This design comes from an exercise in tuning for small area, a short achievable clock period and few clock cycles per item on the open sky130 flow, not from production work.
Where RTL was checked, it was by simulation tests only, not by an equivalence proof against the original.
For runs 1 and 2, only the layout was checked, not whether the RTL still works.
Power is estimated from default activity; no workload was simulated.

## design/flow/config.mk

```make
export PLATFORM = sky130hd
export DESIGN_NAME = fpdivsqrt
export DESIGN_NICKNAME = fpdivsqrt
export VERILOG_FILES = /design/flow/design.v
export SDC_FILE = /design/flow/constraint.sdc
export NUM_CORES = 4
export LEC_CHECK = 0
export ABC_CLOCK_PERIOD_IN_PS = 2500
export CAP_MARGIN = 20
export CORE_MARGIN = 2
export CORE_UTILIZATION = 40
export SETUP_SLACK_MARGIN = 1.5
export SLEW_MARGIN = 20
```

## design/flow/constraint.sdc

```tcl
create_clock -name core_clock -period 5.0 [get_ports {clk}]
set_input_delay 1.0000 -clock core_clock [delete_from_list [all_inputs] [get_ports {clk}]]
set_output_delay 1.0000 -clock core_clock [all_outputs]
set_load 0.01 [all_outputs]
```

## design/flow/design.v

```verilog
module fpdivsqrt (
    input  wire        clk,
    input  wire        rst,      
    input  wire        start,    
    input  wire        op,       
    input  wire [31:0] a,
    input  wire [31:0] b,
    output wire        ready,
    output reg         done,
    output reg  [31:0] result,
    output reg  [4:0]  flags
);
    localparam integer FR = 24;          
    localparam integer W  = FR + 3;      
    localparam [31:0] QNAN = 32'h7FC0_0000;
    wire        sa = a[31];
    wire        sb = b[31];
    wire [7:0]  ea = a[30:23];
    wire [7:0]  eb = b[30:23];
    wire [22:0] fa = a[22:0];
    wire [22:0] fb = b[22:0];
    wire a_zero = (ea == 8'd0);
    wire b_zero = (eb == 8'd0);
    wire a_max  = (ea == 8'hFF);
    wire b_max  = (eb == 8'hFF);
    wire a_fz   = (fa == 23'd0);
    wire b_fz   = (fb == 23'd0);
    wire a_inf  = a_max & a_fz;
    wire b_inf  = b_max & b_fz;
    wire a_nan  = a_max & ~a_fz;
    wire b_nan  = b_max & ~b_fz;
    wire a_snan = a_nan & ~fa[22];
    wire b_snan = b_nan & ~fb[22];
    reg  sp, sp_nan, sp_inf, sp_nv, sp_dz;
    always @(*) begin
        sp = 1'b1; sp_nan = 1'b0; sp_inf = 1'b0; sp_nv = 1'b0; sp_dz = 1'b0;
        if (!op) begin
            if (a_nan | b_nan) begin
                sp_nan = 1'b1; sp_nv = a_snan | b_snan;
            end else if (a_inf & b_inf) begin
                sp_nan = 1'b1; sp_nv = 1'b1;
            end else if (a_inf) begin
                sp_inf = 1'b1;
            end else if (b_inf) begin
            end else if (b_zero & a_zero) begin
                sp_nan = 1'b1; sp_nv = 1'b1;
            end else if (b_zero) begin
                sp_inf = 1'b1; sp_dz = 1'b1;
            end else if (a_zero) begin
            end else begin
                sp = 1'b0;
            end
        end else begin
            if (a_nan) begin
                sp_nan = 1'b1; sp_nv = a_snan;
            end else if (a_zero) begin
            end else if (sa) begin
                sp_nan = 1'b1; sp_nv = 1'b1;
            end else if (a_inf) begin
                sp_inf = 1'b1;
            end else begin
                sp = 1'b0;
            end
        end
    end
    wire [9:0]  div_exp = {2'b00, ea} + {2'b11, ~eb} + 10'd127;   
    wire [8:0]  sq_sum  = {1'b0, ea} + 9'd125;
    wire [9:0]  sq_exp  = {2'b00, sq_sum[8:1]};                   
    wire [24:0] sq_m1  = ea[0] ? {2'b00, fa} : {fa[22], ~fa[22], fa[21:0], 1'b0};
    wire [W-1:0] w_init = op ? {sq_m1, 2'b00} : {3'b001, fa, 1'b0};
    reg          busy;       
    reg          fin;        
    reg  [12:0]  md;         
    reg  [11:0]  ms;         
    reg          sign_q;
    reg  [9:0]   exp_q;      
    reg  [W-1:0] w;          
    reg  [W-1:0] p;          
    reg  [25:0]  s;          
    reg          spq, spq_nan, spq_inf, spq_nv, spq_dz;
    assign ready = ~busy;
    wire   last  = md[12] | ms[11];
    reg [W-1:0] b1, b2;      
    reg [25:0]  k1, k2;      
    integer i;
    always @(*) begin
        b1 = {W{1'b0}};
        b2 = {W{1'b0}};
        k1 = 26'd0;
        k2 = 26'd0;
        for (i = 0; i < 12; i = i + 1) begin
            b1[FR-1-2*i] = ms[i];
            b2[FR-2-2*i] = ms[i];
            k1[24-2*i] = ms[i];
            k2[23-2*i] = ms[i];
        end
        for (i = 0; i < 13; i = i + 1) begin
            k1[25-2*i] = k1[25-2*i] | md[i];
            k2[24-2*i] = k2[24-2*i] | md[i];
        end
    end
    wire [W-1:0] f1  = p | b1;
    wire [W-1:0] f2b = p | b2;
    wire [W-1:0] f2a = p | (b1 << 1) | b2;
    wire [W+2:0] a2  = {2'b00, p, 1'b0} | {2'b00, b1, 1'b0};
    wire [W+2:0] cx = {2'b00, w, 1'b1};
    wire [W+2:0] cy = ~a2;
    wire [W+2:0] cz = ~{3'b000, f2a};
    wire [W+2:0] cs = cx ^ cy ^ cz;
    wire [W+2:0] cc = (cx & cy) | (cx & cz) | (cy & cz);
    wire [W:0]   t1;
    wire [W+1:0] t2b;
    wire [W+2:0] t2a;
    pfx_add #(W+1) u_t1  (.a({1'b0, w}), .b(~{1'b0, f1}), .ci(1'b1), .s(t1));
    pfx_add #(W+2) u_t2b (.a({1'b0, w, 1'b0}), .b(~{2'b00, f2b}), .ci(1'b1), .s(t2b));
    pfx_add #(W+3) u_t2a (.a(cs), .b({cc[W+1:0], 1'b1}), .ci(1'b0), .s(t2a));
    wire d1 = ~t1[W];
    wire d2 = d1 ? ~t2a[W+2] : ~t2b[W+1];
    reg [W-1:0] wn;
    always @(*) begin
        case ({d1, d2})
            2'b11:   wn = {t2a[W-2:0], 1'b0};
            2'b10:   wn = {t1[W-3:0], 2'b00};
            2'b01:   wn = {t2b[W-2:0], 1'b0};
            default: wn = {w[W-3:0], 2'b00};
        endcase
    end
    wire [25:0] sn = s | (d1 ? k1 : 26'd0) | (d2 ? k2 : 26'd0);
    wire        hi      = s[25];
    wire [22:0] frac    = hi ? s[24:2] : s[23:1];
    wire        rbit    = hi ? s[1] : s[0];
    wire        sticky  = (hi & s[0]) | (w != {W{1'b0}});
    wire        rinc    = rbit & (sticky | frac[0]);
    wire        inexact = rbit | sticky;
    wire [30:0] xin = {exp_q[7:0], frac};
    reg  [30:0] pa, pn;      
    integer d, n;
    always @(*) begin
        pa = {xin[29:0], 1'b1};
        for (d = 1; d < 31; d = d * 2) begin
            pn = pa;
            for (n = d; n < 31; n = n + 1)
                pn[n] = pa[n] & pa[n-d];
            pa = pn;
        end
    end
    wire [30:0] inc = xin ^ (pa & {31{rinc}});
    wire uf      = exp_q[9] | (exp_q == 10'd0);
    wire of_big  = ~exp_q[9] & (exp_q[8] | (exp_q[7:0] == 8'hFF));
    wire of_rnd  = (exp_q == 10'd254) & rinc & (&frac);
    reg [31:0] rnd_res;
    reg [4:0]  rnd_flg;
    always @(*) begin
        if (spq) begin
            rnd_res = spq_nan ? QNAN : {sign_q, spq_inf ? 8'hFF : 8'h00, 23'd0};
            rnd_flg = {3'b000, spq_dz, spq_nv};
        end else if (uf) begin
            rnd_res = {sign_q, 31'd0};
            rnd_flg = 5'b11000;
        end else if (of_big) begin
            rnd_res = {sign_q, 8'hFF, 23'd0};
            rnd_flg = 5'b10100;
        end else begin
            rnd_res = {sign_q, inc};
            rnd_flg = {inexact, 1'b0, of_rnd, 2'b00};
        end
    end
    always @(posedge clk) begin
        if (rst) begin
            busy <= 1'b0;
            fin  <= 1'b0;
            done <= 1'b0;
        end else begin
            done <= fin;
            if (!busy) begin
                busy <= start & ~sp;
                fin  <= start & sp;
            end else begin
                busy <= ~last;
                fin  <= last;
            end
        end
        result <= rnd_res;
        flags  <= rnd_flg;
        if (!busy) begin
            md      <= {12'd0, ~op};
            ms      <= {11'd0, op};
            sign_q  <= op ? sa : (sa ^ sb);
            exp_q   <= op ? {1'b0, sq_exp} : div_exp;
            w       <= w_init;
            p       <= op ? {2'b01, 25'd0} : {3'b001, fb, 1'b0};
            s       <= op ? {1'b1, 25'd0} : 26'd0;
            spq     <= sp;
            spq_nan <= sp_nan;
            spq_inf <= sp_inf;
            spq_nv  <= sp_nv;
            spq_dz  <= sp_dz;
        end else begin
            md <= md << 1;
            ms <= ms << 1;
            w  <= wn;
            s  <= sn;
            if (ms != 12'd0) p <= {1'b0, sn};
            if (md[1] | ms[1]) exp_q <= exp_q + {9'd0, s[25]};
        end
    end
endmodule
module pfx_add #(
    parameter integer N = 8
) (
    input  wire [N-1:0] a,
    input  wire [N-1:0] b,
    input  wire         ci,
    output wire [N-1:0] s
);
    reg [N-1:0] g, p, gn, pn;
    integer d, i;
    always @(*) begin
        g = a & b;
        p = a ^ b;
        for (d = 1; d < N; d = d * 2) begin
            gn = g;
            pn = p;
            for (i = d; i < N; i = i + 1) begin
                if ((i / d) % 2 == 1) begin
                    gn[i] = g[i] | (p[i] & g[(i / d) * d - 1]);
                    pn[i] = p[i] & p[(i / d) * d - 1];
                end
            end
            g = gn;
            p = pn;
        end
    end
    wire [N-1:0] c = {g[N-2:0] | (p[N-2:0] & {(N-1){ci}}), ci};
    assign s = a ^ b ^ c;
endmodule
```

## design/flow/run.sh

```bash
#!/bin/bash
# synth_recipe.tcl (not shown) runs the flow's synth.tcl, then flattens the netlist and writes it again
# the make line also repeats each setting of config.mk as NAME=value (left out here)
make -C /OpenROAD-flow-scripts/flow DESIGN_CONFIG=/design/flow/config.mk WORK_HOME=/design/flow/orfs CLKGATE_MAP_FILE= SYNTH_SCRIPT=/design/flow/synth_recipe.tcl finish
```

==> results.tsv, run 1 <==
stage	metric	value	unit
grt	grt_max_degree	57	
grt	overflow	0	
floorplanning	num_rows	66	
cells_and_area	diodes	0	
yosys	ys_warn_count	4	
yosys	syn-instance-count	1531	
cts	tritoncts	built	
detailed_routing	wl_per_cell	21.26	um
cells_and_area	final_net_count	1872	
cells_and_area	final_area	16460	um2
detailed_routing	dr.first_iter.drc_count	1221	
cts	cts_buffers	17	
timing	tns	0	ns
status	outcome	timing/DRC/antenna clean	
cts	cts_buffer_depth	2	
timing	clock_skew	0.01769	ns
yosys	async_flop_share	0	%
setup_path	reg2regPathDepth	14	
cells_and_area	fin_cells	2127	
floorplanning	start_util	40.34	%
setup_path	crit_type	flip-flop to flip-flop	
setup_path	endpoint_kind	flip-flop	
setup_path	r2r_slack	1.09	ns
setup_path	required	5.19	ns
detailed_routing	wirelength	45220	um
yosys	synth_flop_cell	dfxtp_1	
place	hpwl	33440	um
setup_path	worstPathArrival	4.10	ns
yosys	ys_types	90	
detailed_routing	firstDrtPassIters	5	
cts	ctsHoldBuffers	0	
timing	period_share	78.22	%
power_and_ir_drop	finalPower	0.01023	W
grt	antenna_found_initial	0	
power_and_ir_drop	leakage	6.609	nW
detailed_routing	via_count	12475	
setup_path	crit_fanout	9	
setup_path	path_depth	14	
setup_path	startpoint	ms[6]	
cts	clk_pin_slew_worst_paths	0.07	ns
power_and_ir_drop	ir_drop	0.3088	mV
setup_path	critPathLaunchType	flip-flop	
place	dp.cells	2028	
floorplanning	die_w	184.5	um
floorplanning	die_area	34020	um2
setup_path	reg2reg_from	ms[6]	
timing	drv_slew	0	
job	maxCapViolCount	0	
yosys	ys_ff_latch	159	
place	globalplace.congestion	0.9790	
detailed_routing	viasPerCell	5.865	
timing	setup_viol	0	
timing	worst_slew_pin_slew	0.8983	ns
setup_path	cp-endpoint	p[4]	
floorplanning	core_area	32290	um2
detailed_routing	drc	0	
setup_path	max_stage_delay	0.40	ns
yosys	synth_nets	1731	
yosys	yosysSeqAreaShare	27.67	%
cts	clock-sinks	159	
cells_and_area	fill_cells	3003	
timing	relSlewSlack	39.56	%
cells_and_area	drive_above_1_share	15.25	%
yosys	synth_edf_count	42	
yosys	synthTopCellsByCount	132 x nor2_1, 119 x inv_1, 117 x dfxtp_1	
cells_and_area	area_delta_synth_final	26.35	%
yosys	synth_top_area_cell	dfxtp_1	
cts	clock_latency	0.45	ns
floorplanning	fp.dieH	184.5	um
yosys	synth_top_area_share	17.98	%
hold_path	hp-class	flip-flop to flip-flop	
place	placed_area	14590	um2
power_and_ir_drop	p_per_area	621.7	nW/um2
floorplanning	num_io_pins	107	
cts	clockRootBuffer	clkbuf_16	
yosys	post-synth-top-count-cell	nor2_1	
setup_path	critPathBufInv	3	
setup_path	timing.rr.end	p[4]	
grt	grt_pass1_wl	68940	um
setup_path	crit_chain	or3_1 > fa_1 > inv_1 > ha_1 > a21oi_1 > o211ai_1 > a32o_2 > o21ai_4 > a31oi_4 > nor4_4 > a211oi_4 > buf_6 > buf_12 > a221o_1	
yosys	post_synth_instance_area	13020	um2
cts	htreeDepth	4	
timing	fin_crit	3.911	ns
place	io_buffers	106	
timing	rsz0062_at_grt	yes	
grt	grt_pass1_vias	11769	
yosys	yosys-top-cells-area	dfxtp_1 18%, edfxtp_1 9.7%, ha_1 9.6%	
setup_path	worst_path_max_delay_cell	fa_1	
detailed_routing	drtAntennaViolNets	0	
timing	hold_viol	0	
yosys	syn_avg_cell_area	8.508	um2
timing	max_freq	0.2557	GHz
grt	grt_usage	26.75	%
setup_path	critPathTopFamily	compound AO/OA/AOI/OAI gates	
-- repair_timing --
action | CTS | global route
setup endpoints to repair | 78 | 86
buffers inserted | 36 | 21
pin swaps | 69 | 49
gates cloned | 9 | 1
gates resized for setup | 95 | 58
-- power breakdown --
group          switching, W  leakage [nW]  internal, W
Sequential         0.000273          1.43      0.00151
Combinational       0.00406          4.92      0.00316
Clock              0.000589         0.257     0.000650
-- cell type report --
| type | instances | area [um2] | area share (%) |
|---|---|---|---|
| Clock inverter | 12 | 82.58 | 0.5018 |
| Timing Repair Buffer | 191 | 1992 | 12.10 |
| Clock buffer | 20 | 446.7 | 2.714 |
| Sequential cell | 159 | 3628 | 22.05 |
| Inverter | 121 | 454.2 | 2.760 |
| Tap cell | 442 | 553.0 | 3.360 |
| Multi-Input combinational cell | 1182 | 9300 | 56.51 |
-- routing by layer --
layer / vias up / global-route usage, % / routed length, um
li1: 5925 / - / -
met1: 5995 / 39.21 / 21700
met2: 497 / 39.61 / 19500
met3: 58 / 4.703 / 2986
met4: 0 / 8.480 / 1026
met5: - / 0 / 0
-- cell usage in the layout, fill, tap and decap left out, types with 13 or more instances in the layout --
cell	count
a211oi_1	32
nand4_1	17
a221o_1	29
nor2_1	128
and2_1	38
o211ai_1	27
ha_1	90
a21o_1	39
dfxtp_1	105
a31oi_1	25
o21ai_0	61
xor2_1	30
mux2i_1	36
nor4_1	23
nand2_1	75
nand3_1	50
buf_6	14
xnor2_1	50
buf_4	55
fa_1	31
clkbuf_16	18
nor3_1	22
a21oi_1	102
clkdlybuf4s50_1	101
edfxtp_1	42
o21a_1	13
inv_1	115
-- sequential cells by signal, summed over array words and instances (netlist names) --
name     cells
result      32
p           26
s           26
w           26
md          13
ms          12
exp_q       10
flags        5
busy         1
done         1
fin          1
sign_q       1
spq          1
spq_dz       1
spq_inf      1
spq_nan      1
spq_nv       1
-- worst min-delay path by stage --
stage	to	cells past startpoint	slack, ns	start
final	done	1	0.44	fin
after global routing	done	1	0.46	fin
after CTS	done	1	0.45	fin
after detailed placement	done	1	0.43	fin
after global placement	done	1	0.42	fin
after floorplan	done	1	0.41	fin
-- cells by family (layout without fill, tap and decap cells) --
| kind of cell | Yosys count | in the layout | share of synthesized area (%) |
|---|---|---|---|
| buffers and inverters | 192 | 344 | 5.831 |
| AND/OR/NAND/NOR | 468 | 470 | 18.89 |
| multiplexers | 39 | 39 | 3.007 |
| XOR/XNOR | 80 | 80 | 5.379 |
| AO/OA/AOI/OAI | 461 | 461 | 24.71 |
| adder cells (fa/ha/maj) | 132 | 132 | 14.52 |
| flip-flops | 159 | 159 | 27.67 |
-- worst reg2reg max path, stage by stage, from the launching register on --
cell,delay [ns]
dfxtp_4,0.37
or3_1,0.40
fa_1,0.40
inv_1,0.08
ha_1,0.30
a21oi_1,0.18
o211ai_1,0.16
a32o_2,0.33
o21ai_4,0.16
a31oi_4,0.13
nor4_4,0.41
a211oi_4,0.10
buf_6,0.17
buf_12,0.13
a221o_1,0.35
-- through the flow --
step / util, % / worst slack, ns / hold WS (ns)
2_1_floorplan: - / 1.392 / 0.4138
3_3_place_gp: 45.18 / 0.7995 / 0.4184
3_5_place_dp: 45.20 / 0.7678 / 0.4314
4_1_cts: 49.50 / 1.141 / 0.4485
5_1_grt: 50.97 / 1.003 / 0.4593
6_report: 50.97 / 1.089 / 0.4413
==> inputs of run 2 (changes only) <==
--- a/design/flow/config.mk
+++ b/design/flow/config.mk
@@ -8,6 +8,6 @@
 export ABC_CLOCK_PERIOD_IN_PS = 2500
 export CAP_MARGIN = 20
 export CORE_MARGIN = 2
-export CORE_UTILIZATION = 40
+export CORE_UTILIZATION = 60
 export SETUP_SLACK_MARGIN = 1.5
 export SLEW_MARGIN = 20
==> run 2 against run 1 <==
  * Still clean
  * Non-clock buffer count shrank 2
  * Power shrank 1.0%
  * Clock skew shrank 0.0073 ns
  * Clock-buffer cell count shrank 1
  * Highest routed layer is now met5
==> results.tsv, run 2 <==
stage	metric	value	unit
timing	setup_viol	0	
grt	overflow	0	
place	hpwl	31520	um
place	io_buffers	106	
timing	max_freq	0.2587	GHz
timing	tns	0	ns
timing	postLayoutSetupSlackWorst	1.134	ns
setup_path	reg2regPathDepth	14	
grt	grt_pass1_wl	66430	um
cts	ctsHoldBuffers	0	
timing	relSlewSlack	23.56	%
cells_and_area	drive_above_1_share	15.40	%
grt	grt_max_degree	66	
setup_path	startpoint	p[7]	
setup_path	worst_path_max_delay_cell	edfxtp_1	
yosys	ys_ff_latch	159	
timing	worst_slew_pin_slew	1.147	ns
timing	rsz0062_at_grt	yes	
cells_and_area	final_net_count	1869	
cells_and_area	final_cell_mix	126 x nor2_1, 113 x inv_1, 103 x a21oi_1, 103 x dfxtp_1, 103 x clkdlybuf4s50_1	
grt	grt_pass1_vias	12251	
cells_and_area	multi_input_area	9249	um2
cells_and_area	regMostFlops	result	
setup_path	crit_type	flip-flop to flip-flop	
yosys	async_flop_share	0	%
setup_path	worstPathArrival	4.05	ns
power_and_ir_drop	p_sw	0.004893	W
timing	drv_slew	0	
detailed_routing	drc	0	
floorplanning	num_rows	53	
cells_and_area	fill_cells	1479	
yosys	synthTopCellsByCount	132 x nor2_1, 119 x inv_1, 117 x dfxtp_1	
yosys	synth_top_area_share	17.98	%
detailed_routing	via_count	13070	
detailed_routing	viasPerCell	6.679	
cts	htreeDepth	4	
setup_path	crit_chain	or2_2 > inv_1 > ha_4 > nand2_1 > a2111oi_4 > buf_4 > o2111ai_4 > a21o_4 > o211a_4 > nor4_4 > a211oi_4 > buf_12 > buf_12 > a221o_1	
cts	clk_pin_slew_worst_paths	0.07	ns
cells_and_area	largest_register_ffs	32	
place	placed_area	14330	um2
cts	clock-sinks	159	
yosys	yosysSeqAreaShare	27.67	%
yosys	post-synth-top-count-cell	nor2_1	
detailed_routing	firstDrtPassIters	6	
setup_path	r2r_slack	1.13	ns
yosys	ys_warn_count	4	
yosys	ys_types	90	
setup_path	max_stage_delay	0.39	ns
cts	clockRootBuffer	clkbuf_16	
grt	grt_usage	38.06	%
cells_and_area	seqCellArea	3636	um2
floorplanning	die_w	151.3	um
floorplanning	die_area	22900	um2
floorplanning	start_util	61.57	%
yosys	yosys-top-cells-area	dfxtp_1 18%, edfxtp_1 9.7%, ha_1 9.6%	
yosys	syn-instance-count	1531	
floorplanning	fp.dieH	151.3	um
power_and_ir_drop	p_comb_share	68.6	%
job	maxCapViolCount	0	
power_and_ir_drop	clkPwrFrac	13.7	%
detailed_routing	wl_per_cell	22.96	um
yosys	post_synth_instance_area	13020	um2
setup_path	endpoint_kind	flip-flop	
setup_path	path_depth	14	
yosys	synth_flop_cell	dfxtp_1	
power_and_ir_drop	p_per_area	623.7	nW/um2
timing	period_share	77.31	%
setup_path	critPathTopFamily	compound AO/OA/AOI/OAI gates	
power_and_ir_drop	ir_drop	0.3840	mV
cells_and_area	diodes	0	
detailed_routing	wirelength	44940	um
cts	cts_buffer_depth	2	
timing	hold_slack	0.4526	ns
setup_path	reg2reg_from	p[7]	
power_and_ir_drop	leakage	6.579	nW
floorplanning	num_io_pins	107	
place	pre_cts_ws	0.7491	ns
setup_path	timing.rr.end	p[20]	
timing	fin_crit	3.866	ns
place	globalplace.congestion	1.019	
power_and_ir_drop	p_int	0.005236	W
detailed_routing	drtAntennaViolNets	0	
status	outcome	timing/DRC/antenna clean	
yosys	synth_top_area_cell	dfxtp_1	
cts	tritoncts	built	
setup_path	critPathLaunchType	flip-flop	
power_and_ir_drop	pwr-share-seq	17.7	%
setup_path	cp-endpoint	p[20]	
timing	clock_skew	0.01042	ns
setup_path	crit_fanout	6	
floorplanning	core_area	21150	um2
cells_and_area	final_area	16240	um2
cts	cts_buffers	17	
cts	clock_latency	0.44	ns
setup_path	worst_path_most_repeated_cell	buf_12	
detailed_routing	dr.first_iter.drc_count	1423	
hold_path	hp-class	flip-flop to flip-flop	
power_and_ir_drop	sw_frac_of_total	48.30	%
timing	hold_viol	0	
yosys	synth_edf_count	42	
grt	antenna_found_initial	0	
cells_and_area	area_delta_synth_final	24.69	%
setup_path	critPathBufInv	4	
yosys	synth_nets	1731	
yosys	syn_avg_cell_area	8.508	um2
setup_path	required	5.18	ns
cells_and_area	layout.cells.most_common	nor2_1	
## run 2: cell counts after synthesis
No cell type changed its count.
## run 2: repair_timing
item | CTS | global route
buffers inserted | 39 | 24
gates cloned | 6 | 2
endpoints found under the setup margin | 81 | 79
hold endpoints to repair | 0 | 0
resized for setup | 88 | 61
pin swaps | 49 | 85
## run 2: area by class of cell
type | instances | area share, %
inverter | 121 | 2.820
timing repair buffer | 189 | 11.94
clock buffer | 19 | 2.928
tap | 275 | 2.119
multi-input combinational | 1181 | 56.95
clock inverter | 13 | 0.8552
sequential | 159 | 22.39
## run 2: cells by family after synthesis
logic type,count (synthesis),synth area share [%]
and+or+nand+nor,468,18.89
AOI/OAI and AO/OA,461,24.71
buffers and inverters,192,5.831
DFF,159,27.67
adders and majority gates,132,14.52
xor gates and xnor gates,80,5.379
muxes,39,3.007
## run 2: layer usage
| layer | GRT usage [%] | vias up | wire length, um |
|---|---|---|---|
| met1 | 50.70 | 6130 | 18040 |
| met3 | 7.952 | 188 | 4711 |
| li1 | - | 5912 | - |
| met4 | 18.46 | 2 | 2569 |
| met2 | 58.62 | 838 | 19530 |
| met5 | 2.955 | - | 91 |
## run 2: how the worst min path moves through the flow
stage | startpoint | to | depth (start not counted) | slack (ns)
2_1_floorplan | fin | done | 1 | 0.41
3_3_place_gp | fin | done | 1 | 0.42
3_5_place_dp | fin | done | 1 | 0.45
4_1_cts | fin | done | 1 | 0.46
5_1_grt | fin | done | 1 | 0.46
6_report | fin | done | 1 | 0.45
## run 2: power groups by stage
stage / Combinational, W / Sequential [W] / Clock [W]
floorplan: 0.00385 / 0.00168 / 0
global placement: 0.00515 / 0.00179 / 0
detailed placement: 0.00519 / 0.00179 / 0
CTS: 0.00621 / 0.00177 / 0.00137
global route: 0.00732 / 0.00180 / 0.00143
finish: 0.00695 / 0.00179 / 0.00139
## run 2: per-stage QoR
| stage | util, % | power [W] | instances |
|---|---|---|---|
| global placement | 67.75 | 0.006939 | 1854 |
| detailed placement | 67.75 | 0.006987 | 1854 |
| finish | 76.77 | 0.01013 | 1957 |
| floorplan | - | 0.005522 | 1531 |
| global route | 76.77 | 0.01055 | 1957 |
| CTS | 74.51 | 0.009346 | 1931 |
## run 2: worst register-to-register path, delay by kind of cell, from the launching register on
kind,cells,cell delay (ns)
compound gates,6,1.52
simple gates,3,0.78
buf+inv,4,0.73
flops,1,0.39
fa+ha+maj,1,0.19
==> inputs of run 3 (changes only) <==
--- a/design/flow/design.v
+++ b/design/flow/design.v
@@ -75,7 +75,7 @@
     reg          sign_q;
     reg  [9:0]   exp_q;      
     reg  [W-1:0] w;          
-    reg  [W-1:0] p;          
+    reg  [W-1:0] pn;         
     reg  [25:0]  s;          
     reg          spq, spq_nan, spq_inf, spq_nv, spq_dz;
     assign ready = ~busy;
@@ -99,20 +99,20 @@
             k2[24-2*i] = k2[24-2*i] | md[i];
         end
     end
-    wire [W-1:0] f1  = p | b1;
-    wire [W-1:0] f2b = p | b2;
-    wire [W-1:0] f2a = p | (b1 << 1) | b2;
-    wire [W+2:0] a2  = {2'b00, p, 1'b0} | {2'b00, b1, 1'b0};
+    wire [W-1:0] f1n  = pn & ~b1;
+    wire [W-1:0] f2bn = pn & ~b2;
+    wire [W-1:0] f2an = pn & ~(b1 << 1) & ~b2;
+    wire [W+2:0] a2n  = {2'b11, pn, 1'b1} & ~{2'b00, b1, 1'b0};
     wire [W+2:0] cx = {2'b00, w, 1'b1};
-    wire [W+2:0] cy = ~a2;
-    wire [W+2:0] cz = ~{3'b000, f2a};
+    wire [W+2:0] cy = a2n;
+    wire [W+2:0] cz = {3'b111, f2an};
     wire [W+2:0] cs = cx ^ cy ^ cz;
     wire [W+2:0] cc = (cx & cy) | (cx & cz) | (cy & cz);
     wire [W:0]   t1;
     wire [W+1:0] t2b;
     wire [W+2:0] t2a;
-    pfx_add #(W+1) u_t1  (.a({1'b0, w}), .b(~{1'b0, f1}), .ci(1'b1), .s(t1));
-    pfx_add #(W+2) u_t2b (.a({1'b0, w, 1'b0}), .b(~{2'b00, f2b}), .ci(1'b1), .s(t2b));
+    pfx_add #(W+1) u_t1  (.a({1'b0, w}), .b({1'b1, f1n}), .ci(1'b1), .s(t1));
+    pfx_add #(W+2) u_t2b (.a({1'b0, w, 1'b0}), .b({2'b11, f2bn}), .ci(1'b1), .s(t2b));
     pfx_add #(W+3) u_t2a (.a(cs), .b({cc[W+1:0], 1'b1}), .ci(1'b0), .s(t2a));
     wire d1 = ~t1[W];
     wire d2 = d1 ? ~t2a[W+2] : ~t2b[W+1];
@@ -133,15 +133,15 @@
     wire        rinc    = rbit & (sticky | frac[0]);
     wire        inexact = rbit | sticky;
     wire [30:0] xin = {exp_q[7:0], frac};
-    reg  [30:0] pa, pn;      
+    reg  [30:0] pa, pb;      
     integer d, n;
     always @(*) begin
         pa = {xin[29:0], 1'b1};
         for (d = 1; d < 31; d = d * 2) begin
-            pn = pa;
+            pb = pa;
             for (n = d; n < 31; n = n + 1)
-                pn[n] = pa[n] & pa[n-d];
-            pa = pn;
+                pb[n] = pa[n] & pa[n-d];
+            pa = pb;
         end
     end
     wire [30:0] inc = xin ^ (pa & {31{rinc}});
@@ -188,7 +188,7 @@
             sign_q  <= op ? sa : (sa ^ sb);
             exp_q   <= op ? {1'b0, sq_exp} : div_exp;
             w       <= w_init;
-            p       <= op ? {2'b01, 25'd0} : {3'b001, fb, 1'b0};
+            pn      <= op ? ~{2'b01, 25'd0} : ~{3'b001, fb, 1'b0};
             s       <= op ? {1'b1, 25'd0} : 26'd0;
             spq     <= sp;
             spq_nan <= sp_nan;
@@ -200,7 +200,7 @@
             ms <= ms << 1;
             w  <= wn;
             s  <= sn;
-            if (ms != 12'd0) p <= {1'b0, sn};
+            if (ms != 12'd0) pn <= ~{1'b0, sn};
             if (md[1] | ms[1]) exp_q <= exp_q + {9'd0, s[25]};
         end
     end
--- a/design/flow/config.mk
+++ b/design/flow/config.mk
@@ -8,6 +8,6 @@
 export ABC_CLOCK_PERIOD_IN_PS = 2500
 export CAP_MARGIN = 20
 export CORE_MARGIN = 2
-export CORE_UTILIZATION = 60
+export CORE_UTILIZATION = 40
 export SETUP_SLACK_MARGIN = 1.5
 export SLEW_MARGIN = 20
==> run 3 against run 2 <==
  * Still clean on timing, DRC and antenna
  * Clock power is 4% higher
  * Worst setup slack better by 0.20 ns
  * Fmax grew 5.5%
  * Utilization shrank 26 points
  * Combinational power fell by 22%
  * Register-to-register slack better by 0.20 ns
  * Critical endpoint is now pn[1]
==> results.tsv, run 3 <==
stage	metric	value	unit
setup_path	worstPathArrival	3.83	ns
yosys	synthAdderAreaFrac	15.31	%
cells_and_area	final_area	15630	um2
cells_and_area	diodes	0	
status	outcome	timing/DRC/antenna clean	
yosys	synthMuxAreaShare	4.183	%
yosys	ys_warn_count	4	
yosys	synth_edf_count	42	
yosys	synth_compound_area_share	21.11	%
place	io_buffers	106	
yosys	yosys.area_share.simple	18.66	%
grt	overflow	0	
floorplanning	core_area	30510	um2
yosys	synth_flop_cell	dfxtp_1	
setup_path	required	5.17	ns
detailed_routing	wl_per_cell	20.00	um
floorplanning	fp.dieH	179.7	um
yosys	post-synth-top-count-cell	a21oi_1	
cells_and_area	layout.cells.most_common	a21oi_1	
cells_and_area	final_cell_mix	127 x a21oi_1, 107 x nand2_1, 105 x nor2_1, 105 x dfxtp_1, 100 x clkdlybuf4s50_1	
cells_and_area	largest_register_ffs	32	
yosys	yosysSeqAreaShare	29.17	%
cts	htreeDepth	4	
detailed_routing	wirelength	39600	um
place	globalplace.congestion	0.9883	
yosys	syn-instance-count	1446	
grt	grt_max_degree	52	
yosys	synth_top_area_cell	dfxtp_1	
timing	clock_skew	0.01866	ns
timing	drv_slew	0	
yosys	async_flop_share	0	%
cts	cts_buffer_depth	2	
place	hpwl	29400	um
setup_path	endpoint_kind	flip-flop	
cells_and_area	fin_cells	1980	
grt	grt_pass1_vias	10893	
hold_path	hp-class	flip-flop to flip-flop	
floorplanning	die_area	32300	um2
cells_and_area	regMostFlops	result	
floorplanning	die_w	179.7	um
job	maxCapViolCount	0	
yosys	syn_avg_cell_area	8.543	um2
power_and_ir_drop	leakage	6.136	nW
timing	max_freq	0.2730	GHz
cts	cts_buffers	17	
cts	clock_latency	0.44	ns
detailed_routing	drc	0	
cts	tritoncts	built	
timing	setup_viol	0	
setup_path	crit_fanout	8	
grt	grt_pass1_wl	61440	um
setup_path	crit_chain	nor2b_4 > nor2b_4 > fa_1 > ha_4 > o21ai_4 > a21oi_2 > nor2_4 > or3b_4 > o31ai_4 > nor2_4 > mux2i_4 > buf_12 > clkbuf_16 > o2bb2ai_2 > a21oi_1	
cells_and_area	drive_above_1_share	14.90	%
yosys	ys_types	76	
cells_and_area	final_net_count	1771	
place	dp.cells	1902	
detailed_routing	firstDrtPassIters	5	
detailed_routing	via_count	11351	
yosys	ys_ff_latch	159	
cts	ctsHoldBuffers	0	
grt	grt_usage	23.95	%
setup_path	worst_path_max_delay_cell	fa_1	
grt	antenna_found_initial	1	
timing	tns	0	ns
yosys	synth_top_area_share	18.96	%
yosys	yosys-top-cells-area	dfxtp_1 19%, edfxtp_1 10%, ha_1 10%	
cells_and_area	area_delta_synth_final	26.56	%
floorplanning	num_io_pins	107	
yosys	post_synth_instance_area	12350	um2
power_and_ir_drop	ir_drop	0.4685	mV
detailed_routing	viasPerCell	5.733	
timing	worst_slew_pin_slew	0.8674	ns
timing	rsz0062_at_grt	yes	
setup_path	max_stage_delay	0.51	ns
cts	clockRootBuffer	clkbuf_16	
detailed_routing	dr.first_iter.drc_count	910	
cells_and_area	fill_cells	2784	
yosys	synthTopCellsByCount	147 x a21oi_1, 117 x dfxtp_1, 111 x nor2_1	
cts	clk_pin_slew_worst_paths	0.08	ns
yosys	synthXorXnorAreaFrac	6.665	%
floorplanning	start_util	40.49	%
place	placed_area	13800	um2
detailed_routing	drtAntennaViolNets	0	
yosys	synth_nets	1646	
timing	fin_crit	3.663	ns
timing	relSlewSlack	42.17	%
timing	hold_viol	0	
floorplanning	num_rows	64	
cts	clock-sinks	159	
setup_path	critPathLaunchType	flip-flop	
timing	period_share	73.25	%
setup_path	crit_type	flip-flop to flip-flop	
power_and_ir_drop	p_per_area	552.7	nW/um2
yosys	synth_top_family_by_area	compound AO/OA/AOI/OAI gates	
==> run 3: area by class of cell <==
class                      instances  area (um2)  share of cell area [%]
multi-input combinational       1133        8897                   56.91
sequential                       159        3618                   23.15
timing repair buffer             168        1653                   10.57
tap                              396       495.5                   3.169
clock buffer                      17       425.4                   2.721
inverter                          92       345.3                   2.209
clock inverter                    15       198.9                   1.273
==> run 3: stage by stage <==
stage,hold WS [ns],power (W),util (%),setup slack (ns)
global placement,0.4310,0.005893,45.22,0.7977
CTS,0.4543,0.007940,49.30,1.446
floorplan,0.4138,0.004734,-,1.460
global route,0.4823,0.009157,51.24,1.201
finish,0.4508,0.008640,51.24,1.337
detailed placement,0.4379,0.005917,45.22,0.8149
==> run 3: critical path, delay by kind of cell, from the launching register on <==
family / cells / cell delay (ns)
buffers and inverters: 2 / 0.35
and+or+nand+nor: 5 / 0.86
AOI/OAI and AO/OA: 5 / 0.74
DFF: 1 / 0.44
adders and majority gates: 2 / 0.83
muxes: 1 / 0.17
==> run 3: kinds of logic after synthesis <==
family,count (synthesis)
AND/OR/NAND/NOR,448
AO/OA/AOI/OAI,409
flip-flops,159
buffers and inverters,154
adder cells (fa/ha/maj),132
XOR/XNOR,94
multiplexers,50
==> run 3: per-layer routing <==
metal  vias to the layer above  track usage [%]  wire length (um)
li1                       5473                -                 -
met1                      5450            34.73             18590
met5                         -                0                16
met2                       374            37.98             17790
met4                         2            5.821               734
met3                        52            2.796              2477
==> run 3: worst paths after layout <==
check,startpoint,to,slack (ns),depth (start not counted)
setup / recovery,pn[14],pn[1],1.34,15
hold / removal,spq_dz,flags[1],0.45,1
setup reg to reg,pn[14],pn[1],1.34,15
hold reg to reg,spq_dz,flags[1],0.45,1
==> run 3: report_power, final <==
part	switching (W)	internal (W)	total (W)
sequential	0.000274	0.00149	0.00176
clock	0.000637	0.000808	0.00144
combinational	0.00302	0.00241	0.00543
==> run 3: timing repair <==
item | 4_1_cts | 5_1_grt
pin swaps | 21 | 30
cloned | 1 | 2
endpoints found under the setup margin | 81 | 84
buffers inserted | 30 | 13
resized for setup | 81 | 90
Testbench counts of run 3, summed over its fixed seeds: cycles 162,076, ops 12,000.
==> inputs of run 4 (changes only) <==
--- a/design/flow/config.mk
+++ b/design/flow/config.mk
@@ -8,6 +8,6 @@
 export ABC_CLOCK_PERIOD_IN_PS = 2500
 export CAP_MARGIN = 20
 export CORE_MARGIN = 2
-export CORE_UTILIZATION = 40
-export SETUP_SLACK_MARGIN = 1.5
+export CORE_UTILIZATION = 60
+export SETUP_SLACK_MARGIN = 2.5
 export SLEW_MARGIN = 20
==> run 4 against run 3 <==
  * Hold slack improved by 0.019 ns
  * Combinational power increased by 21%
  * Still clean
  * Synthesized cell count is the same
  * Power increased by 12%
==> results.tsv, run 4 <==
stage	metric	value	unit
status	outcome	timing/DRC/antenna clean	
timing	relSlewSlack	43.34	%
detailed_routing	viasPerCell	6.675	
setup_path	required	5.19	ns
timing	tns	0	ns
cells_and_area	area_delta_synth_final	37.45	%
setup_path	r2r_slack	1.30	ns
grt	antenna_found_initial	0	
setup_path	endpoint_kind	flip-flop	
cts	cts_buffers	17	
timing	rsz0062_at_grt	yes	
yosys	synth_flop_cell	dfxtp_1	
cells_and_area	final_net_count	1834	
cts	ctsHoldBuffers	0	
setup_path	worstPathArrival	3.88	ns
timing	worst_slew_pin_slew	0.8499	ns
detailed_routing	wirelength	46840	um
detailed_routing	met2_length	22090	um
yosys	yosys-top-cells-area	dfxtp_1 19%, edfxtp_1 10%, ha_1 10%	
timing	setup_viol	0	
cells_and_area	fill_cells	1157	
grt	overflow	0	
yosys	ys_ff_latch	159	
floorplanning	fp.dieH	147.5	um
cts	clock_latency	0.44	ns
floorplanning	die_w	147.5	um
yosys	syn_avg_cell_area	8.543	um2
cells_and_area	regMostFlops	result	
place	placed_area	14130	um2
yosys	synth_edf_count	42	
detailed_routing	drt-met1-wl	17700	um
setup_path	crit_type	flip-flop to flip-flop	
cells_and_area	final_cell_mix	111 x a21oi_1, 103 x nor2_1, 102 x nand2_1	
cells_and_area	final_util	83.91	%
power_and_ir_drop	finalPower	0.009650	W
place	io_buffers	106	
cells_and_area	largest_register_ffs	32	
yosys	post-synth-top-count-cell	a21oi_1	
hold_path	hp-class	flip-flop to flip-flop	
grt	grt_max_degree	75	
yosys	synth_nets	1646	
detailed_routing	via_count	12796	
yosys	synth_top_area_share	18.96	%
cells_and_area	drive_above_1_share	24.89	%
detailed_routing	drtAntennaViolNets	0	
cells_and_area	multi_input_area	9630	um2
setup_path	crit_fanout	6	
yosys	ys_warn_count	4	
power_and_ir_drop	leakage	6.855	nW
floorplanning	die_area	21750	um2
floorplanning	num_rows	52	
floorplanning	core_area	20230	um2
timing	clock_skew	0.01306	ns
timing	hold_viol	0	
grt	grt_pass1_wl	67000	um
yosys	yosysSeqAreaShare	29.17	%
cts	cts_buffer_depth	2	
detailed_routing	wl_per_cell	24.44	um
power_and_ir_drop	ir_drop	0.4770	mV
cts	tritoncts	built	
yosys	post_synth_instance_area	12350	um2
yosys	ys_types	76	
detailed_routing	route.met3.wl	3922	um
cts	clock-sinks	159	
yosys	synthTopCellsByCount	147 x a21oi_1, 117 x dfxtp_1, 111 x nor2_1	
cells_and_area	diodes	0	
yosys	syn-instance-count	1446	
cts	clk_pin_slew_worst_paths	0.07	ns
job	maxCapViolCount	0	
place	globalplace.congestion	0.9450	
power_and_ir_drop	p_per_area	568.4	nW/um2
floorplanning	start_util	61.05	%
grt	grt_usage	40.05	%
yosys	synth_top_area_cell	dfxtp_1	
timing	drv_slew	0	
grt	grt_pass1_vias	12100	
timing	max_freq	0.2704	GHz
timing	period_share	73.97	%
detailed_routing	drc	0	
setup_path	critPathLaunchType	flip-flop	
detailed_routing	top_layer_used	met4	
cts	clockRootBuffer	clkbuf_16	
yosys	async_flop_share	0	%
cts	htreeDepth	4	
detailed_routing	firstDrtPassIters	8	
floorplanning	num_io_pins	107	
timing	fin_crit	3.699	ns
cells_and_area	layout.cells.most_common	a21oi_1	
cells_and_area	final_area	16980	um2
place	hpwl	29010	um
cells_and_area	seqCellArea	3642	um2
detailed_routing	dr.first_iter.drc_count	1299	
==> run 4: cells by family after synthesis <==
kind of cell / share of synthesized area (%)
simple gates: 18.66
xor+xnor: 6.665
buf+inv: 4.902
mux: 4.183
compound gates: 21.11
flops: 29.17
fa+ha+maj: 15.31
==> run 4: path summary, 6_finish.rpt <==
check / startpoint / to / cells after the start
worst max-delay path: pn[18] / pn[9] / 14
worst min register to register: fin / done / 1
worst max register to register: pn[18] / pn[9] / 14
worst min-delay path: fin / done / 1
==> run 4: cell type report <==
cell class / instances / area share [%]
Timing Repair inverter: 1 / 0.05158
Tap cell: 270 / 1.990
Clock inverter: 15 / 0.9727
Timing Repair Buffer: 229 / 13.98
Inverter: 92 / 2.329
Sequential cell: 159 / 21.45
Clock buffer: 17 / 2.506
Multi-Input combinational cell: 1134 / 56.72
==> run 4: timing repair <==
item                                    4_1_cts  5_1_grt
endpoints found under the setup margin      108      102
endpoints found under the hold margin         0        0
pin swaps                                    59       81
gates cloned                                  7        5
resized for setup                           188      135
setup buffers                                71       29
==> run 4: metrics by stage <==
step           hold slack, ns  setup WS (ns)  cells
2_1_floorplan          0.4138          1.603   1446
3_3_place_gp           0.4455         0.7238   1773
3_5_place_dp           0.4547         0.6797   1773
4_1_cts                0.4659          1.400   1883
5_1_grt                0.4869          1.184   1917
6_report               0.4697          1.301   1917
==> run 4: routing by layer <==
| metal | vias to the layer above | track usage [%] |
|---|---|---|
| met4 | 0 | 22.26 |
| met5 | - | 0 |
| met3 | 213 | 7.006 |
| met2 | 794 | 66.36 |
| met1 | 6190 | 49.74 |
| li1 | 5599 | - |
==> run 4: power breakdown <==
part           internal, W  leakage, nW  switching (W)  total (W)
clock             0.000671        0.290       0.000659    0.00133
sequential         0.00149         1.37       0.000269    0.00176
combinational      0.00302         5.19        0.00354    0.00656
==> run 4: critical path, stage by stage, from the launching register on <==
cell       delay, ns
edfxtp_1        0.40
nor2b_2         0.19
nand2b_1        0.09
fa_1            0.51
inv_1           0.05
ha_1            0.36
nand4_1         0.20
or3b_4          0.44
o31ai_4         0.25
nor2_4          0.12
mux2i_4         0.30
buf_6           0.17
buf_12          0.14
o2bb2ai_4       0.15
a21oi_2         0.05
==> inputs of run 5 (changes only) <==
--- a/design/flow/config.mk
+++ b/design/flow/config.mk
@@ -9,5 +9,5 @@
 export CAP_MARGIN = 20
 export CORE_MARGIN = 2
 export CORE_UTILIZATION = 60
-export SETUP_SLACK_MARGIN = 2.5
+export SETUP_SLACK_MARGIN = 1.5
 export SLEW_MARGIN = 20
==> run 5 against run 4 <==
  * Still clean on timing, DRC and antenna
  * Sequential share of layout area up 1.5 points
  * Via count decreased by 6.1%
  * Fmax down 1.5%
  * Flip-flop and latch count unchanged
  * Worst setup slack worse by 0.056 ns
  * Area after synthesis stayed put
  * Sequential power barely moved
  * Hold slack worse by 0.024 ns
  * Clock skew increased by 0.0043 ns
  * Wire length shrank 13%
  * Utilization down 5.9 points
==> results.tsv, run 5 <==
stage	metric	value	unit
cts	clk_pin_slew_worst_paths	0.07	ns
cts	cts_buffer_depth	2	
grt	grt_pass1_vias	11177	
status	outcome	timing/DRC/antenna clean	
hold_path	min_from	fin	
yosys	ys_warn_count	4	
cells_and_area	layout.cells.most_common	a21oi_1	
cts	clock-sinks	159	
yosys	post_synth_instance_area	12350	um2
cells_and_area	largest_register_ffs	32	
floorplanning	start_util	61.05	%
yosys	synthTopCellsByCount	147 x a21oi_1, 117 x dfxtp_1, 111 x nor2_1	
floorplanning	num_io_pins	107	
detailed_routing	drtAntennaViolNets	0	
yosys	synth_edf_count	42	
cells_and_area	final_net_count	1780	
detailed_routing	wl_per_cell	21.97	um
power_and_ir_drop	p_int	0.004978	W
place	hpwl	28150	um
yosys	ys_types	76	
grt	grt_pass1_wl	61280	um
grt	overflow	0	
timing	fin_crit	3.755	ns
yosys	post-synth-top-count-cell	a21oi_1	
yosys	synth_top_area_cell	dfxtp_1	
power_and_ir_drop	leakage	6.270	nW
grt	grt_max_degree	60	
timing	clock_skew	0.01737	ns
yosys	async_flop_share	0	%
yosys	syn_avg_cell_area	8.543	um2
floorplanning	core_area	20230	um2
setup_path	critPathLaunchType	flip-flop	
detailed_routing	via_count	12014	
setup_path	crit_fanout	5	
floorplanning	die_w	147.5	um
timing	setup_viol	0	
timing	max_freq	0.2663	GHz
cts	clock_latency	0.44	ns
power_and_ir_drop	p_sw	0.004194	W
setup_path	worst_path_max_delay_cell	fa_1	
floorplanning	num_rows	52	
hold_path	hp-class	flip-flop to flip-flop	
yosys	yosysSeqAreaShare	29.17	%
timing	worst_slew_pin_slew	1.051	ns
yosys	syn-instance-count	1446	
detailed_routing	dr.first_iter.drc_count	956	
detailed_routing	drc	0	
setup_path	r2r_slack	1.25	ns
cells_and_area	area_delta_synth_final	27.85	%
setup_path	cp-endpoint	w[15]	
grt	antenna_found_initial	1	
timing	period_share	75.09	%
yosys	synth_top_area_share	18.96	%
setup_path	startpoint	pn[22]	
power_and_ir_drop	p_per_area	580.8	nW/um2
floorplanning	die_area	21750	um2
place	io_buffers	106	
setup_path	endpoint_kind	flip-flop	
yosys	ys_ff_latch	159	
cts	clockRootBuffer	clkbuf_16	
yosys	yosys-top-cells-area	dfxtp_1 19%, edfxtp_1 10%, ha_1 10%	
power_and_ir_drop	ir_drop	0.6007	mV
power_and_ir_drop	p_comb_share	66.3	%
detailed_routing	viasPerCell	6.445	
power_and_ir_drop	sw_frac_of_total	45.72	%
yosys	synth_flop_cell	dfxtp_1	
cts	tritoncts	built	
cells_and_area	final_util	78.05	%
job	maxCapViolCount	0	
timing	tns	0	ns
timing	drv_slew	0	
cts	cts_buffers	17	
cells_and_area	final_cell_mix	123 x a21oi_1, 108 x nor2_1, 105 x nand2_1	
setup_path	worstPathArrival	4.08	ns
power_and_ir_drop	clkPwrFrac	14.6	%
timing	hold_viol	0	
timing	relSlewSlack	29.94	%
setup_path	timing.rr.end	w[15]	
timing	postLayoutSetupSlackWorst	1.245	ns
setup_path	crit_chain	nor2b_4 > nor2b_4 > fa_1 > ha_4 > and4_4 > or3b_4 > o31ai_4 > nor2_4 > buf_12 > buf_12 > clkbuf_16 > a221o_1 > a31o_1	
cells_and_area	multi_input_area	9036	um2
setup_path	reg2regPathDepth	13	
place	globalplace.congestion	0.9513	
detailed_routing	wirelength	40950	um
setup_path	required	5.33	ns
cells_and_area	seqCellArea	3621	um2
yosys	synth_nets	1646	
detailed_routing	firstDrtPassIters	5	
setup_path	max_stage_delay	0.52	ns
cells_and_area	drive_above_1_share	15.82	%
place	pre_cts_ws	0.8974	ns
cells_and_area	fill_cells	1429	
setup_path	crit_type	flip-flop to flip-flop	
cts	htreeDepth	4	
grt	grt_usage	36.19	%
setup_path	reg2reg_from	pn[22]	
timing	rsz0062_at_grt	yes	
floorplanning	fp.dieH	147.5	um
power_and_ir_drop	pwr-share-seq	19.1	%
cells_and_area	regMostFlops	result	
==> run 5: critical path, delay by kind of cell, from the launching register on <==
kind,cells,cell delay [ns]
buffers and inverters,3,0.47
DFF,1,0.47
AOI/OAI and AO/OA,3,0.89
and+or+nand+nor,5,0.98
adders and majority gates,2,0.83
==> run 5: stage by stage <==
step,instances,total power (W),hold WS (ns),instance area (um2)
2_1_floorplan,1446,0.004734,0.4138,12370
3_3_place_gp,1775,0.005786,0.4201,13650
3_5_place_dp,1775,0.005825,0.4305,13650
4_1_cts,1847,0.008210,0.4477,15330
5_1_grt,1863,0.009606,0.4664,15790
6_report,1864,0.009173,0.4457,15790
==> run 5: area by class of cell <==
class / count / area share [%]
Clock inverter: 15 / 1.101
Antenna cell: 1 / 0.01584
Sequential cell: 159 / 22.93
Inverter: 92 / 2.186
Multi-Input combinational cell: 1133 / 57.21
Timing Repair Buffer: 177 / 11.72
Clock buffer: 17 / 2.693
Tap cell: 270 / 2.139
==> run 5: worst min-delay path by stage <==
| stage | end | slack, ns | depth (start not counted) |
|---|---|---|---|
| 2_1_floorplan | done | 0.41 | 1 |
| 3_3_place_gp | done | 0.42 | 1 |
| 3_5_place_dp | done | 0.43 | 1 |
| 4_1_cts | done | 0.45 | 1 |
| 5_1_grt | done | 0.47 | 1 |
| 6_report | done | 0.45 | 1 |
==> run 5: power by group through the flow <==
stage	logic (W)	clock network, W	registers (W)
3_5_place_dp	0.00405	0	0.00177
2_1_floorplan	0.00307	0	0.00166
5_1_grt	0.00645	0.00139	0.00177
4_1_cts	0.00514	0.00133	0.00174
6_report	0.00608	0.00134	0.00176
3_3_place_gp	0.00401	0	0.00177
==> run 5: timing repair <==
item	CTS	global route
pin swaps	30	38
setup buffers	37	10
gates resized for setup	122	62
endpoints found under the setup margin	78	84
cloned	3	6
hold buffers	0	0
==> run 5: kinds of logic (layout without fill, tap and decap cells) <==
logic type               after synthesis  count (layout)  share of synthesized area [%]
AND/OR/NAND/NOR                      448             448                          18.66
AO/OA/AOI/OAI                        409             409                          21.11
flip-flops                           159             159                          29.17
buffers and inverters                154             301                          4.902
adder cells (fa/ha/maj)              132             132                          15.31
XOR/XNOR                              94              94                          6.665
multiplexers                          50              50                          4.183
other                                  0               1                              0
==> run 5: metal layers <==
layer	share of wire (%)	GRT usage, %	vias to the layer above
met4	5.1	16.97	0
met5	0	0	-
met3	9.0	7.840	150
met2	46	58.62	650
li1	-	-	5496
met1	40	46.39	5718
==> inputs of run 6 (changes only) <==
==> design/flow/config.mk (replaced) <==
export PLATFORM = sky130hd
export DESIGN_NAME = fpdivsqrt
export DESIGN_NICKNAME = fpdivsqrt
export VERILOG_FILES = /design/flow/design.v
export SDC_FILE = /design/flow/constraint.sdc
export NUM_CORES = 4
export LEC_CHECK = 0
export ABC_AREA = 1
export CAP_MARGIN = 20
export CORE_MARGIN = 2
export CORE_UTILIZATION = 40
export SETUP_SLACK_MARGIN = 1.5
export SLEW_MARGIN = 20
==> run 6 against run 5 <==
  * Still clean on timing, DRC and antenna
  * Clock-buffer cell count is the same
  * Hold slack lost 0.032 ns
  * Highest routed layer unchanged
  * Wire length grew 9.6%
  * Design area grew 2.8%
  * Global-route usage shrank 11 points
  * Sequential share of layout area shrank 0.72 points
  * Combinational power shrank about 10%
  * Register-to-register slack gained 0.47 ns
  * Flip-flop and latch count is the same
  * Fmax grew 14%
  * Critical path type unchanged
  * Clock skew shrank 0.0041 ns
==> results.tsv, run 6 <==
stage	metric	value	unit
yosys	synth_compound_area_share	13.73	%
yosys	syn-instance-count	2128	
setup_path	max_stage_delay	0.51	ns
cts	htreeDepth	4	
yosys	synthMuxAreaShare	0	%
cells_and_area	final_area	16240	um2
yosys	ys_ff_latch	159	
setup_path	required	5.40	ns
detailed_routing	drtAntennaViolNets	0	
grt	grt_usage	25.03	%
timing	fin_crit	3.287	ns
power_and_ir_drop	p_per_area	527.3	nW/um2
setup_path	critPathLaunchType	flip-flop	
yosys	ys_types	55	
yosys	ys_warn_count	4	
cts	cts_buffers	17	
yosys	yosys.area_share.simple	31.58	%
yosys	async_flop_share	0	%
yosys	synthTopCellsByCount	535 x nand2_1, 401 x inv_1, 216 x nor2_1	
timing	hold_viol	0	
cts	clockRootBuffer	clkbuf_16	
timing	clock_skew	0.01322	ns
floorplanning	die_w	190.3	um
cells_and_area	regMostFlops	result	
place	hpwl	35860	um
grt	antenna_found_initial	1	
setup_path	worstPathArrival	3.68	ns
cells_and_area	area_delta_synth_final	17.05	%
grt	overflow	0	
floorplanning	core_area	34370	um2
detailed_routing	drc	0	
detailed_routing	wl_per_cell	16.59	um
setup_path	crit_fanout	7	
power_and_ir_drop	sw_frac_of_total	50.73	%
timing	relSlewSlack	40.06	%
floorplanning	num_rows	68	
yosys	synth_top_area_share	16.88	%
detailed_routing	wirelength	44880	um
grt	grt_pass1_vias	13251	
power_and_ir_drop	ir_drop	0.3114	mV
power_and_ir_drop	leakage	7.902	nW
power_and_ir_drop	pwr-share-seq	20.0	%
yosys	synth_nets	2328	
setup_path	crit_type	flip-flop to flip-flop	
timing	drv_slew	0	
detailed_routing	dr.first_iter.drc_count	1065	
yosys	synth_top_area_cell	dfxtp_1	
timing	max_freq	0.3043	GHz
cts	ctsHoldBuffers	0	
cells_and_area	drive_above_1_share	7.067	%
floorplanning	die_area	36200	um2
yosys	synth_edf_count	42	
hold_path	hp-class	flip-flop to flip-flop	
timing	tns	0	ns
floorplanning	fp.dieH	190.3	um
yosys	synth_top_family_by_area	simple AND/OR/NAND/NOR gates	
cts	cts_buffer_depth	2	
floorplanning	start_util	40.37	%
yosys	synth_flop_cell	dfxtp_1	
power_and_ir_drop	p_sw	0.004345	W
detailed_routing	via_count	13924	
grt	grt_pass1_wl	70400	um
setup_path	endpoint_kind	flip-flop	
place	placed_area	15380	um2
setup_path	critPathTopFamily	adder cells	
power_and_ir_drop	p_int	0.004220	W
cells_and_area	largest_register_ffs	32	
yosys	yosys-top-cells-area	dfxtp_1 17%, nand2_1 14%, inv_1 11%	
timing	worst_slew_pin_slew	0.8981	ns
detailed_routing	firstDrtPassIters	7	
status	outcome	timing/DRC/antenna clean	
detailed_routing	viasPerCell	5.146	
cts	clock_latency	0.45	ns
job	maxCapViolCount	0	
cts	clk_pin_slew_worst_paths	0.08	ns
cells_and_area	layout.cells.most_common	nand2_1	
yosys	post-synth-top-count-cell	nand2_1	
power_and_ir_drop	clkPwrFrac	16.4	%
yosys	synthXorXnorAreaFrac	2.083	%
cells_and_area	final_net_count	2437	
setup_path	crit_chain	inv_1 > nor2_1 > nand2_1 > fa_1 > inv_1 > ha_1 > nand2_1 > inv_1 > a21oi_1 > nand2_4 > nand2_2 > nand2_4 > inv_1 > fa_1 > or2_2 > nand3_1 > nand2_1 > nand2_1	
cells_and_area	final_cell_mix	528 x nand2_1, 400 x inv_1, 209 x nor2_1	
setup_path	worst_path_max_delay_cell	fa_1	
setup_path	critPathBufInv	4	
cts	clock-sinks	159	
timing	period_share	65.73	%
place	io_buffers	106	
yosys	synthAdderAreaFrac	13.63	%
yosys	post_synth_instance_area	13880	um2
timing	setup_viol	0	
floorplanning	num_io_pins	107	
place	globalplace.congestion	0.8999	
timing	rsz0062_at_grt	yes	
grt	grt_max_degree	50	
cells_and_area	fill_cells	3628	
yosys	syn_avg_cell_area	6.521	um2
yosys	yosysSeqAreaShare	25.97	%
power_and_ir_drop	p_comb_share	63.6	%
cts	tritoncts	built	
## run 6: cell types whose count changed after synthesis, sizes merged, moves of 23 or more
cell	delta
xnor2	-28
inv	+314
nor2b	-38
nand4	+28
and2	-29
o2bb2ai	-23
a211oi	-32
mux2i	-47
xor2	-33
nand3	+102
nand2b	-30
nand2	+436
o21ai	+45
nor2	+115
## run 6: cell families after synthesis
logic type               Yosys count
AO/OA/AOI/OAI                    332
XOR/XNOR                          33
adder cells (fa/ha/maj)          132
buffers and inverters            456
flip-flops                       159
AND/OR/NAND/NOR                 1016
## run 6: area by class of cell
cell class	instances	area (um2)	share of cell area, %
well taps	455	569.3	3.505
repair buffers	138	1321	8.134
clock inverters	15	191.4	1.179
inverters	408	1538	9.467
flip-flops and latches	159	3607	22.21
diodes	1	2.502	0.01541
clock buffers	17	425.4	2.619
multi-input cells	1513	8588	52.87
## run 6: path summary, 6_finish.rpt
check	start	depth (start not counted)	slack (ns)	endpoint
min	fin	2	0.41	done
max reg2reg	pn[6]	18	1.71	w[17]
max	pn[6]	18	1.71	w[17]
min reg2reg	fin	2	0.41	done
## run 6: per-layer routing
layer / share of wire [%] / GRT usage [%] / vias up
met5: 0 / 0 / -
met4: 3.0 / 9.094 / 0
met3: 5.6 / 3.846 / 70
met2: 45 / 40.47 / 419
met1: 46 / 33.84 / 6380
li1: - / - / 7055
## run 6: through the flow
step / cells / hold WS [ns] / total power [W] / setup slack [ns] / util [%]
2_1_floorplan: 2128 / 0.3883 / 0.005464 / 1.700 / -
3_3_place_gp: 2661 / 0.4036 / 0.006802 / 0.9835 / 44.76
3_5_place_dp: 2661 / 0.4002 / 0.006872 / 0.8685 / 44.76
4_1_cts: 2694 / 0.4146 / 0.008378 / 1.496 / 46.71
5_1_grt: 2705 / 0.4303 / 0.009338 / 1.461 / 47.25
6_report: 2706 / 0.4135 / 0.008565 / 1.713 / 47.26
## run 6: power by group through the flow
stage / clock, W / combinational, W / sequential, W
after floorplan: 0 / 0.00379 / 0.00167
after global placement: 0 / 0.00506 / 0.00174
after detailed placement: 0 / 0.00513 / 0.00174
after CTS: 0.00142 / 0.00525 / 0.00171
after global routing: 0.00147 / 0.00613 / 0.00174
final: 0.00140 / 0.00545 / 0.00171
## run 6: worst min-delay path: cells and delay by family (launching register included)
family	cells	cell delay (ns)
flip-flops	1	0.30
buffers and inverters	1	0.04
AND/OR/NAND/NOR	1	0.03
## run 6: repair_timing
| action | 4_1_cts | 5_1_grt |
|---|---|---|
| pin swaps | 1 | 6 |
| hold endpoints to repair | 0 | 0 |
| gates cloned | 0 | 0 |
| buffers inserted | 1 | 11 |
| gates resized for setup | 10 | 31 |
| setup endpoints to repair | 73 | 60 |
==> inputs of run 7 (changes only) <==
==> design/flow/flow/run.sh (new file) <==
#!/bin/bash
# The standard layout (the standard.sh) with two changes:
#  - port buffers are the smallest buffer, sky130_fd_sc_hd__buf_1, which the
#    resizer may still upsize where timing or slew needs it;
#  - clock tree synthesis inserts no dummy loads.
# make's full output goes to run_make.log in this folder; ORFS's own per-step
# logs are under orfs/logs/.
set -euo pipefail
bash standard.sh \
  "BUFFER_PORTS_ARGS=-buffer_cell sky130_fd_sc_hd__buf_1" \
  "CTS_ARGS=-sink_clustering_enable -repair_clock_nets -dont_use_dummy_load" \
  finish > run_make.log 2>&1
==> design/flow/standard.sh (new file) <==
#!/bin/bash
# synth_recipe.tcl (not shown) runs the flow's synth.tcl, then flattens the netlist and writes it again
# the make line also repeats each setting of config.mk as NAME=value (left out here)
make -C /OpenROAD-flow-scripts/flow DESIGN_CONFIG=/design/flow/config.mk WORK_HOME=/design/flow/orfs CLKGATE_MAP_FILE= SYNTH_SCRIPT=/design/flow/synth_recipe.tcl "${@:-finish}"
--- a/design/flow/config.mk
+++ b/design/flow/config.mk
@@ -5,7 +5,7 @@
 export SDC_FILE = /design/flow/constraint.sdc
 export NUM_CORES = 4
 export LEC_CHECK = 0
-export ABC_AREA = 1
+export ABC_CLOCK_PERIOD_IN_PS = 2500
 export CAP_MARGIN = 20
 export CORE_MARGIN = 2
 export CORE_UTILIZATION = 40
removed: design/flow/run.sh
==> run 7 against run 6 <==
  * Fmax fell by 11%
  * First-iteration DRC count fell by 27%
  * Die area fell by 11%
  * Register-to-register slack got worse by 0.39 ns
  * Hold slack improved by 0.027 ns
  * Clock-buffer cell count did not move
  * Critical endpoint is now pn[17]
  * Largest cell class unchanged
  * Highest routed layer unchanged
==> results.tsv, run 7 <==
stage	metric	value	unit
grt	grt_pass1_vias	10921	
yosys	synth_nets	1646	
place	globalplace.congestion	0.9333	
status	outcome	timing/DRC/antenna clean	
setup_path	reg2regPathDepth	16	
cells_and_area	diodes	0	
yosys	syn-instance-count	1446	
setup_path	critPathBufInv	3	
yosys	syn_avg_cell_area	8.543	um2
timing	postLayoutSetupSlackWorst	1.324	ns
floorplanning	core_area	30510	um2
place	io_buffers	106	
grt	grt.busiest_layer	met2	
yosys	synth_top_area_cell	dfxtp_1	
setup_path	max_stage_delay	0.57	ns
grt	overflow	0	
place	pre_cts_ws	0.8118	ns
power_and_ir_drop	ir_drop	0.4546	mV
detailed_routing	drtAntennaViolNets	0	
power_and_ir_drop	p_int	0.004132	W
setup_path	reg2reg_from	pn[8]	
cts	clock_latency	0.44	ns
cells_and_area	layout.cells.most_common	a21oi_1	
detailed_routing	via_count	11182	
setup_path	worst_path_max_delay_cell	fa_1	
setup_path	endpoint_kind	flip-flop	
timing	setup_viol	0	
timing	drv_slew	0	
grt	grt_pass1_wl	60740	um
grt	grt_usage	23.68	%
cts	cts_buffers	17	
yosys	ys_types	76	
yosys	synth_edf_count	42	
cts	tritoncts	built	
detailed_routing	viasPerCell	5.726	
cts	cts_buffer_depth	2	
yosys	yosys-top-cells-area	dfxtp_1 19%, edfxtp_1 10%, ha_1 10%	
power_and_ir_drop	sw_frac_of_total	46.15	%
grt	antenna_found_initial	0	
cells_and_area	drive_above_1_share	11.11	%
timing	fin_crit	3.676	ns
floorplanning	die_area	32300	um2
hold_path	worst_hold_path.endpoint	flags[0]	
hold_path	hold_depth	1	
timing	max_freq	0.2720	GHz
place	hpwl	29090	um
grt	grt_max_degree	64	
cts	clock-sinks	159	
setup_path	timing.rr.end	pn[17]	
setup_path	crit_chain	nor2b_4 > nand2b_1 > fa_1 > inv_1 > ha_2 > a211oi_2 > nor2_2 > or4_4 > a21oi_4 > o31ai_4 > nor2_4 > mux2i_4 > buf_12 > buf_12 > o2bb2ai_1 > a21oi_1	
power_and_ir_drop	p_comb_share	63.1	%
cts	clockRootBuffer	clkbuf_16	
floorplanning	fp.dieH	179.7	um
detailed_routing	firstDrtPassIters	5	
yosys	yosysSeqAreaShare	29.17	%
setup_path	required	5.27	ns
floorplanning	start_util	40.49	%
place	placed_area	13120	um2
cells_and_area	area_delta_synth_final	16.32	%
cells_and_area	final_net_count	1759	
yosys	ys_ff_latch	159	
detailed_routing	wl_per_cell	19.69	um
setup_path	r2r_slack	1.32	ns
yosys	ys_warn_count	4	
grt	use_met1	33.05	%
floorplanning	die_w	179.7	um
power_and_ir_drop	leakage	5.608	nW
yosys	synthTopCellsByCount	147 x a21oi_1, 117 x dfxtp_1, 111 x nor2_1	
floorplanning	num_io_pins	107	
grt	met2_usage	36.75	%
setup_path	crit_fanout	7	
setup_path	worst_path_most_repeated_cell	buf_12	
detailed_routing	dr.first_iter.drc_count	774	
grt	grtUsageMet3	4.498	%
power_and_ir_drop	clkPwrFrac	14.1	%
timing	tns	0	ns
cells_and_area	final_cell_mix	130 x a21oi_1, 107 x nor2_1, 107 x nand2_1, 107 x dfxtp_1, 104 x buf_1	
yosys	post_synth_instance_area	12350	um2
timing	relSlewSlack	44.46	%
timing	worst_slew_pin_slew	0.8322	ns
timing	clock_skew	0.01833	ns
power_and_ir_drop	p_per_area	534.0	nW/um2
yosys	async_flop_share	0	%
power_and_ir_drop	p_sw	0.003541	W
cts	htreeDepth	4	
job	maxCapViolCount	0	
floorplanning	num_rows	64	
timing	period_share	73.53	%
cts	clk_pin_slew_worst_paths	0.06	ns
cells_and_area	largest_register_ffs	32	
timing	rsz0062_at_grt	yes	
hold_path	min_from	spq_nv	
setup_path	critPathTopFamily	simple AND/OR/NAND/NOR gates	
yosys	post-synth-top-count-cell	a21oi_1	
hold_path	hp-class	flip-flop to flip-flop	
power_and_ir_drop	finalPower	0.007673	W
cells_and_area	final_area	14370	um2
timing	hold_viol	0	
yosys	synth_top_area_share	18.96	%
cts	ctsHoldBuffers	0	
cells_and_area	regMostFlops	result	
detailed_routing	drc	0	
setup_path	worstPathArrival	3.95	ns
detailed_routing	wirelength	38460	um
yosys	synth_flop_cell	dfxtp_1	
setup_path	critPathLaunchType	flip-flop	
power_and_ir_drop	pwr-share-seq	22.8	%
setup_path	crit_type	flip-flop to flip-flop	
[run 7: worst reg2reg max path, delay by kind of cell (launching register included)]
kind	cells	cell delay, ns
mux	1	0.10
simple gates	5	1.00
fa+ha+maj	2	0.76
flops	1	0.38
buf+inv	3	0.37
compound gates	5	0.90
[run 7: power groups by stage]
stage | clock, W | sequential, W | combinational (W)
4_1_cts | 0.00110 | 0.00174 | 0.00452
3_5_place_dp | 0 | 0.00177 | 0.00403
3_3_place_gp | 0 | 0.00177 | 0.00401
6_report | 0.00108 | 0.00175 | 0.00484
2_1_floorplan | 0 | 0.00166 | 0.00307
5_1_grt | 0.00115 | 0.00177 | 0.00529
[run 7: routing by layer]
layer | up-vias | routed length (um)
li1 | 5441 | -
met1 | 5340 | 18050
met2 | 354 | 16940
met3 | 47 | 2496
met4 | 0 | 977
met5 | - | 0
[run 7: cell families (layout without fill, tap and decap cells)]
kind of cell / Yosys count / in the layout / share of synthesized area, %
DFF: 159 / 159 / 29.17
buffers and inverters: 154 / 265 / 4.902
adders and majority gates: 132 / 132 / 15.31
muxes: 50 / 50 / 4.183
and+or+nand+nor: 448 / 448 / 18.66
xor gates and xnor gates: 94 / 94 / 6.665
AOI/OAI and AO/OA: 409 / 409 / 21.11
[run 7: cell type report]
cell class,count,area [um2]
fillers,2982,16140
multi-input cells,1133,8616
flip-flops and latches,159,3616
repair buffers,156,870.8
well taps,396,495.5
clock buffers,17,425.4
inverters,92,345.3
[run 7: worst max path at each step]
| stage | endpoint | cells after the start | slack, ns | startpoint |
|---|---|---|---|---|
| floorplan | w[17] | 16 | 1.46 | pn[8] |
| global placement | w[23] | 13 | 0.81 | ms[11] |
| detailed placement | pn[10] | 14 | 0.81 | ms[11] |
| CTS | pn[7] | 15 | 1.44 | pn[14] |
| global route | pn[22] | 16 | 1.24 | pn[8] |
| finish | pn[17] | 16 | 1.32 | pn[8] |
[run 7: metrics by stage]
step           instances  hold WS (ns)  utilization, %
2_1_floorplan       1446        0.4138               -
3_3_place_gp        1899        0.4311           43.02
3_5_place_dp        1899        0.4361           43.02
4_1_cts             1946        0.4418           46.16
5_1_grt             1953        0.4572           47.10
6_report            1953        0.4402           47.10
[run 7: repair_timing]
action	4_1_cts	5_1_grt
pin swaps	13	7
endpoints found under the setup margin	78	77
gates cloned	0	1
gates resized for setup	66	44
hold endpoints to repair	0	0
setup buffers	30	6

Setup slack of run 7, layout unchanged: 1.324 ns with ideal ports, 1.324 ns with driving cells assumed (clock clkbuf_16, inputs buf_2), 1.296 ns with port delays also shifted by the 0.475 ns mid clock arrival.
